From an optimization exercise on the open Yosys and OpenROAD flow, aimed at small area; shortcuts taken in it are not production practice.
Only simulation tests tie the RTL to the original design; equivalence was not proved.

==> flow/design.v <==
module sdfe_fgroup (
    input  wire         clk,
    input  wire         rst,         
    input  wire [1:0]   decim,       
    input  wire [63:0]  oc_lim,      
    input  wire         sd_valid,    
    input  wire [15:0]  sd_bits,     
    output reg          smp_valid,
    output wire [255:0] smp_data,    
    output reg  [3:0]   oc_fault,
    output reg  [3:0]   sd_lost
);
    integer i, c;
    wire m64  = (decim == 2'd1);
    wire m128 = (decim == 2'd2);
    wire m256 = !m64 && !m128;
    wire acc = sd_valid && !rst;                 
    reg  [7:0]  P;           
    reg  [15:0] Q;           
    reg  [15:0] vh;          
    reg  [4:0]  K;           
    reg  [3:0]  h;           
    reg  [4:0]  rc;          
    reg         anybit;      
    wire last = m64  ? (&P[5:0]) :
                m128 ? (&P[6:0]) : (&P[7:0]);
    wire dec  = acc && last;                     
    wire [8:0]  V    = (m64 ? 9'd65 : m128 ? 9'd129 : 9'd257) - {1'b0, P};
    wire [15:0] Qrst = m64 ? 16'd2145 : m128 ? 16'd8385 : 16'd33153;
    always @(posedge clk) begin
        if (rst || dec) begin
            P <= 8'd0;
            Q <= Qrst;
        end else if (acc) begin
            P <= P + 8'd1;
            Q <= Q - {7'd0, V};
        end
        if (rst) begin
            vh <= 16'd0;
            K  <= 5'd0;
            h  <= 4'd0;
            rc <= 5'd0;
            anybit <= 1'b0;
        end else begin
            vh <= {vh[14:0], acc};
            K  <= K + {4'd0, acc} - {4'd0, vh[15]};
            h  <= h + 4'd1;
            if (!rc[4]) rc <= rc + 5'd1;
            if (acc) anybit <= 1'b1;
        end
    end
    reg [15:0] sbuf [0:15];      
    always @(posedge clk)
        for (c = 0; c < 16; c = c + 1)
            if (acc) sbuf[c] <= {sbuf[c][14:0], sd_bits[c]};
    wire [15:0] xw = sbuf[h];
    reg [15:0] nm, om;
    always @(*)
        for (i = 0; i < 16; i = i + 1) begin
            nm[i] = (K > i) && (P > i);
            om[i] = (K > i) && !(P > i);
        end
    wire [15:0] xn = xw & nm;                
    wire [15:0] xo = xw & om;                
    wire [15:0] yo = xo >> P[3:0];           
    reg [4:0]  T0N, T0O;
    reg [6:0]  m1N;
    reg [9:0]  mcN, T2O;
    reg [7:0]  T1O;
    always @(*) begin
        T0N = 5'd0; m1N = 7'd0; mcN = 10'd0;
        T0O = 5'd0; T1O = 8'd0; T2O = 10'd0;
        for (i = 0; i < 16; i = i + 1) begin
            T0N = T0N + {4'd0, xn[i]};
            m1N = m1N + (xn[i] ? i : 0);
            mcN = mcN + (xn[i] ? (i * (i + 1) / 2) : 0);
            T0O = T0O + {4'd0, yo[i]};
            T1O = T1O + (yo[i] ? (i + 1) : 0);
            T2O = T2O + (yo[i] ? ((i + 1) * (i + 2) / 2) : 0);
        end
    end
    wire [12:0] T1N = V * T0N + m1N;
    wire [19:0] T2N = Q * T0N + V * m1N + mcN;
    function [24:0] mulM;        
        input [24:0] x;
        begin
            mulM = m64 ? (x << 6) : m128 ? (x << 7) : (x << 8);
        end
    endfunction
    function [24:0] mulH;        
        input [24:0] x;
        begin
            mulH = m64 ? (x << 11) : m128 ? (x << 13) : (x << 15);
        end
    endfunction
    function [24:0] mulL;        
        input [24:0] x;
        begin
            mulL = m64 ? (x << 5) : m128 ? (x << 6) : (x << 7);
        end
    endfunction
    wire [24:0] MT1N = mulM({12'd0, T1N});
    wire [24:0] MT1O = mulM({17'd0, T1O});
    wire [24:0] HN   = mulH({20'd0, T0N});
    wire [24:0] LN   = mulL({20'd0, T0N});
    wire [24:0] HO   = mulH({20'd0, T0O});
    wire [24:0] LO   = mulL({20'd0, T0O});
    wire [24:0] F1N = MT1N + HN + LN - {4'd0, T2N, 1'b0};
    wire [24:0] F2N = {5'd0, T2N} - MT1N + HN - LN;
    wire [24:0] F1O = MT1O + HO + LO - {14'd0, T2O, 1'b0};
    wire [24:0] F2O = {15'd0, T2O} - MT1O + HO - LO;
    reg  [70:0] ring [0:15];
    wire        clr   = !rc[4];
    wire        split = (P[7:4] == 4'd0) && ({1'b0, P[3:0]} < K);
    wire [24:0] S0h = clr ? 25'd0 : ring[0][24:0];
    wire [23:0] S1h = clr ? 24'd0 : ring[0][48:25];
    wire [21:0] S2h = clr ? 22'd0 : ring[0][70:49];
    wire [24:0] A0 = split ? {1'b0, S1h} : S0h;
    wire [23:0] A1 = split ? {2'd0, S2h} : S1h;
    wire [21:0] A2 = split ? 22'd0 : S2h;
    wire [24:0] S0n = A0 + F1O + {5'd0, T2N};
    wire [23:0] S1n = A1 + F2O[23:0] + F1N[23:0];
    wire [21:0] S2n = A2 + F2N[21:0];
    always @(posedge clk) begin
        for (i = 0; i < 15; i = i + 1)
            ring[i] <= ring[i + 1];
        ring[15] <= {S2n, S1n, S0n};
    end
    wire [24:0] y  = S0h + {15'd0, T2O};
    wire [16:0] ys = m64 ? y[18:2] : m128 ? y[21:5] : y[24:8];
    wire [15:0] s  = ys[16] ? 16'hffff : ys[15:0];
    wire [15:0] smp = {~s[15], s[14:0]};
    wire [15:0] lim = oc_lim[16*h[3:2] +: 16];
    wire [16:0] mag = smp[15] ? (17'd0 - {1'b1, smp}) : {1'b0, smp};
    wire        over = (lim != 16'd0) && (mag > {1'b0, lim});
    reg [15:0] orng [0:15];
    always @(posedge clk) begin
        for (i = 0; i < 15; i = i + 1)
            orng[i] <= orng[i + 1];
        orng[15] <= split ? smp : orng[0];
    end
    genvar g;
    generate
        for (g = 0; g < 16; g = g + 1) begin : g_out
            assign smp_data[16*g +: 16] = orng[g];
        end
    endgenerate
    reg [4:0] cnt16;             
    reg       rdy;               
    reg [3:0] opend;             
    wire      all_in = rdy || (cnt16 == 5'd1);
    always @(posedge clk) begin
        if (rst) begin
            cnt16     <= 5'd0;
            rdy       <= 1'b0;
            smp_valid <= 1'b0;
            opend     <= 4'd0;
            oc_fault  <= 4'd0;
        end else begin
            if (dec)
                cnt16 <= 5'd16;
            else if (cnt16 != 5'd0)
                cnt16 <= cnt16 - 5'd1;
            rdy       <= all_in && (h != 4'd15);
            smp_valid <= all_in && (h == 4'd15);
            if (smp_valid) begin
                oc_fault <= oc_fault | opend;
                opend    <= 4'd0;
            end else if (split && over)
                opend[h[3:2]] <= 1'b1;
        end
    end
    reg [6:0] run [0:15];
    reg [15:0] lost_now;
    always @(*)
        for (c = 0; c < 16; c = c + 1)
            lost_now[c] = acc && (sd_bits[c] == (anybit && sbuf[c][0])) && (&run[c]);
    always @(posedge clk) begin
        for (c = 0; c < 16; c = c + 1)
            if (rst)
                run[c] <= 7'd0;
            else if (acc)
                run[c] <= (sd_bits[c] == (anybit && sbuf[c][0])) ? run[c] + 7'd1 : 7'd0;
        if (rst)
            sd_lost <= 4'd0;
        else
            for (c = 0; c < 4; c = c + 1)
                if (|lost_now[4*c +: 4]) sd_lost[c] <= 1'b1;
    end
endmodule
==> flow/run.sh <==
#!/bin/bash
# synth_recipe.tcl (not shown) runs the flow's synth.tcl, then flattens the netlist and writes it again
# the make line also repeats each setting of config.mk as NAME=value (left out here)
make -C /OpenROAD-flow-scripts/flow DESIGN_CONFIG=/design/flow/config.mk WORK_HOME=/design/flow/orfs CLKGATE_MAP_FILE= SYNTH_SCRIPT=/design/flow/synth_recipe.tcl finish
==> flow/config.mk <==
export PLATFORM = sky130hd
export DESIGN_NAME = sdfe_fgroup
export DESIGN_NICKNAME = sdfe_fgroup
export VERILOG_FILES = /design/flow/design.v
export SDC_FILE = /design/flow/constraint.sdc
export NUM_CORES = 4
export LEC_CHECK = 0
export CAP_MARGIN = 20
export CORE_MARGIN = 2
export CORE_UTILIZATION = 40
export PLACE_DENSITY = 0.6
export SLEW_MARGIN = 20
==> flow/constraint.sdc <==
create_clock -name core_clock -period 20.0 [get_ports {clk}]
set_input_delay 4.0000 -clock core_clock [delete_from_list [all_inputs] [get_ports {clk}]]
set_output_delay 4.0000 -clock core_clock [all_outputs]
set_load 0.01 [all_outputs]
==> run summary <==
[worst paths after layout]
kind / end / cells after the start
setup / recovery: ring[15][47] / 50
setup reg to reg: ring[15][47] / 50
hold / removal: ring[8][34] / 0
hold reg to reg: ring[8][34] / 0
[routing by layer]
metal / global-route usage [%] / up-vias / share of wire [%]
met5: 0 / - / 0
met4: 7.71 / 0 / 3.9
met3: 3.14 / 275 / 6.0
met2: 30.2 / 1302 / 46
met1: 25.3 / 21200 / 45
li1: - / 20800 / -
[kinds of logic (layout without fill, tap and decap cells)]
| group | count (synthesis) | in the layout | share of synthesized area, % |
|---|---|---|---|
| buffers and inverters | 802 | 1370 | 4.32 |
| flip-flops | 1834 | 1834 | 55.7 |
| AND/OR/NAND/NOR | 1395 | 1395 | 9.00 |
| adder cells (fa/ha/maj) | 832 | 832 | 19.0 |
| AO/OA/AOI/OAI | 849 | 849 | 7.79 |
| other | 0 | 1 | 0 |
| multiplexers | 78 | 78 | 1.41 |
| XOR/XNOR | 226 | 226 | 2.80 |
[worst max-delay path, delay by kind of cell (launching register included)]
family	cells	cell delay, ns
AOI/OAI and AO/OA	13	2.80
xor gates and xnor gates	2	0.92
adders and majority gates	17	8.17
buffers and inverters	10	1.55
DFF	1	0.71
and+or+nand+nor	8	2.15
[cell type report]
cell class | instances | share of cell area (%)
clock buffer | 238 | 6.06
timing repair buffer | 399 | 4.66
inverter | 637 | 2.88
multi-input combinational | 3380 | 34.0
tap | 2340 | 3.51
clock inverter | 96 | 1.58
sequential | 1834 | 47.3
antenna | 1 | 0.00300
[flip-flops by register name, indices dropped and copies added, names as in the netlist]
| name | flops |
|---|---|
| ring | 1136 |
| orng | 256 |
| sbuf | 256 |
| run | 112 |
| Q | 16 |
| vh | 16 |
| P | 8 |
| K | 5 |
| cnt16 | 5 |
| rc | 5 |
| h | 4 |
| oc_fault | 4 |
| opend | 4 |
| sd_lost | 4 |
| anybit | 1 |
| rdy | 1 |
| smp_valid | 1 |
[placed cells by master (no fill, tap or decap), types with 49 or more instances in the layout]
cell                              count
sky130_fd_sc_hd__fa_1               405
sky130_fd_sc_hd__edfxtp_1           272
sky130_fd_sc_hd__clkbuf_16          179
sky130_fd_sc_hd__clkdlybuf4s50_1    348
sky130_fd_sc_hd__nor2b_1             57
sky130_fd_sc_hd__nand2_1            562
sky130_fd_sc_hd__nor3_1              54
sky130_fd_sc_hd__dfxtp_1           1559
sky130_fd_sc_hd__buf_4               49
sky130_fd_sc_hd__o21ai_0            226
sky130_fd_sc_hd__and2_1              92
sky130_fd_sc_hd__nor2_1             332
sky130_fd_sc_hd__inv_1              628
sky130_fd_sc_hd__a21oi_1            210
sky130_fd_sc_hd__xnor2_1            123
sky130_fd_sc_hd__nand3_1            114
sky130_fd_sc_hd__ha_1               423
sky130_fd_sc_hd__xor2_1             100
[through the flow]
stage / setup WS, ns / util (%) / cells
after floorplan: 5.38 / - / 6016
after global placement: 3.98 / 43.7 / 8589
after detailed placement: 3.72 / 43.7 / 8589
after CTS: 3.68 / 47.3 / 8923
after global routing: 2.77 / 47.4 / 8924
final: 3.57 / 47.4 / 8925
==> impl_metrics.yaml <==
cells_and_area:
  multiInputGateArea_um2: 28400
  fill_cells: 15800
  layout.nets: 7346
  area.sequential_um2: 39400
  final_design_area_no_fill_um2: 83400
  syn_to_final_growth_pct: 17.8
  layout-drive-gt1-share_pct: 6.83
floorplanning:
  die_w_um: 425
  fp.coreArea_um2: 176000
  initial_standard_cell_utilization_of_the_core_pct: 40.2
  height_of_the_die_um: 425
  ios: 350
  row_count: 154
  dieArea_um2: 180000
flow_run:
  drv_cap: 0
yosys:
  netlist_top_cells_count: "sky130_fd_sc_hd__dfxtp_1, sky130_fd_sc_hd__inv_1, sky130_fd_sc_hd__nand2_1"
  yosysWarningCount: 5
  mappedNetlistArea_um2: 70800
  cell_variety_after_synth: 91
  ys_seq_area_share_pct: 55.7
  yosysMostFrequentCell: "sky130_fd_sc_hd__dfxtp_1"
  post-synth-top-area-fraction_pct: 44.2
  synthTopCellsByArea: "sky130_fd_sc_hd__dfxtp_1, sky130_fd_sc_hd__edfxtp_1, sky130_fd_sc_hd__fa_1"
  synth_area_per_cell_um2: 11.8
  yosys.area.top_type: "sky130_fd_sc_hd__dfxtp_1"
  net_count_after_synthesis: 6933
  post_synth_inst_count: 6016
  synth-edff-count: 272
  asyncSetResetFlopFracSynth_pct: 0
  synth_ff_type: "sky130_fd_sc_hd__dfxtp_1"
  postSynthRegisterBits: 1834
critical_path:
  regToRegSetupSlack_ns: 3.57
  cpMaxStageDelayCell: "sky130_fd_sc_hd__nor2b_1"
  worst-setup-path-type: "reg -> reg"
  cp.arrival_ns: 17.19
  worstPathRequired_ns: 20.76
  worstSetupEndpointType: "flop"
  start_kind: "flop"
  cp_common_cell: "sky130_fd_sc_hd__fa_1"
  crit-reg2reg-launch: "h[3]"
  slowest_delay_ns: 0.80
  critical_path_fanout_max: 57
  startpoint: "h[3]"
timing:
  maxSlewViolCount: 0
  slew-limit-headroom_pct: 25.0
  rsz0062_at_grt: "false"
  finClkSkew_ns: 0.0807
  report.final.setup_viol: 0
  holdWs_ns: 0.287
  max_freq_mhz: 60.9
  timing.final.hold_violations: 0
  tightestPinTransition_ns: 1.12
  final.setup.tns_ns: 0
  finalCritPeriodShare_pct: 82.1
  fin_crit_ns: 16.43
placement:
  place.gp.congestion: 0.924
  dpl_cell_area_um2: 77000
  place.detailed.hpwl_um: 127000
  portBuffers: 349
hold_path:
  holdCritStartpoint: "ring[9][34]"
  worstHoldPathType: "reg -> reg"
drt:
  ant_nets: 0
  wl_um: 169000
  dr.pass1.iters: 6
  detail_route.drc_violations: 0
  vias: 43600
  detail_route.wl_per_cell_um: 19.0
  post_drt_via_cell_ratio: 4.88
  initial_detailed_routing_violation_count: 3393
cts:
  htreeDepth: 4
  clkSlewWorstSetupHoldPaths_ns: 0.06
  clock_latency_at_the_later_pin_of_the_worst_skew_pair_ns: 0.85
  post_cts_resized: 0
  clock-sinks: 1834
  cts.root.buffer_cell: "sky130_fd_sc_hd__clkbuf_16"
  cts_buffers: 177
  clock_path_buffers: 3
  ctsHoldBuffers: 0
  tritoncts: "built"
  post-cts-setup-buffers: 0
grt:
  grt_overflow_total: 0
  grt_first_pass_wirelength_um: 260000
  grt_pass1_vias: 43400
  grt_antenna_before_repair: 2
  maximum_number_of_pins_on_one_net_before_global_route_repair: 131
  grtUsageTotal_pct: 18.8
outcome:
  status: "complete, no violations"

-- separate check: timing with driven ports --
The results above use ideal ports. As a check the final layout listed here was re-extracted and re-timed, cells and wires unchanged. Step 1 assumes that a clkbuf_16 drives the clock port and a buf_2 every other input. Step 2 also shifts input and output timing later by t, the mid clock arrival at the registers, as if the neighbouring blocks saw the same clock. Slacks: no drivers / after step 1 / after step 2; pairs: no drivers / after step 1.
t (ns): 0.894
slack for setup (ns): 3.575 / 3.575 / 3.575
pins driven straight from the clock port: 1
After both steps setup and hold are still met in this run. The setup slack of this run moves by 0.000 ns with the drivers and by 0.000 ns with both steps.
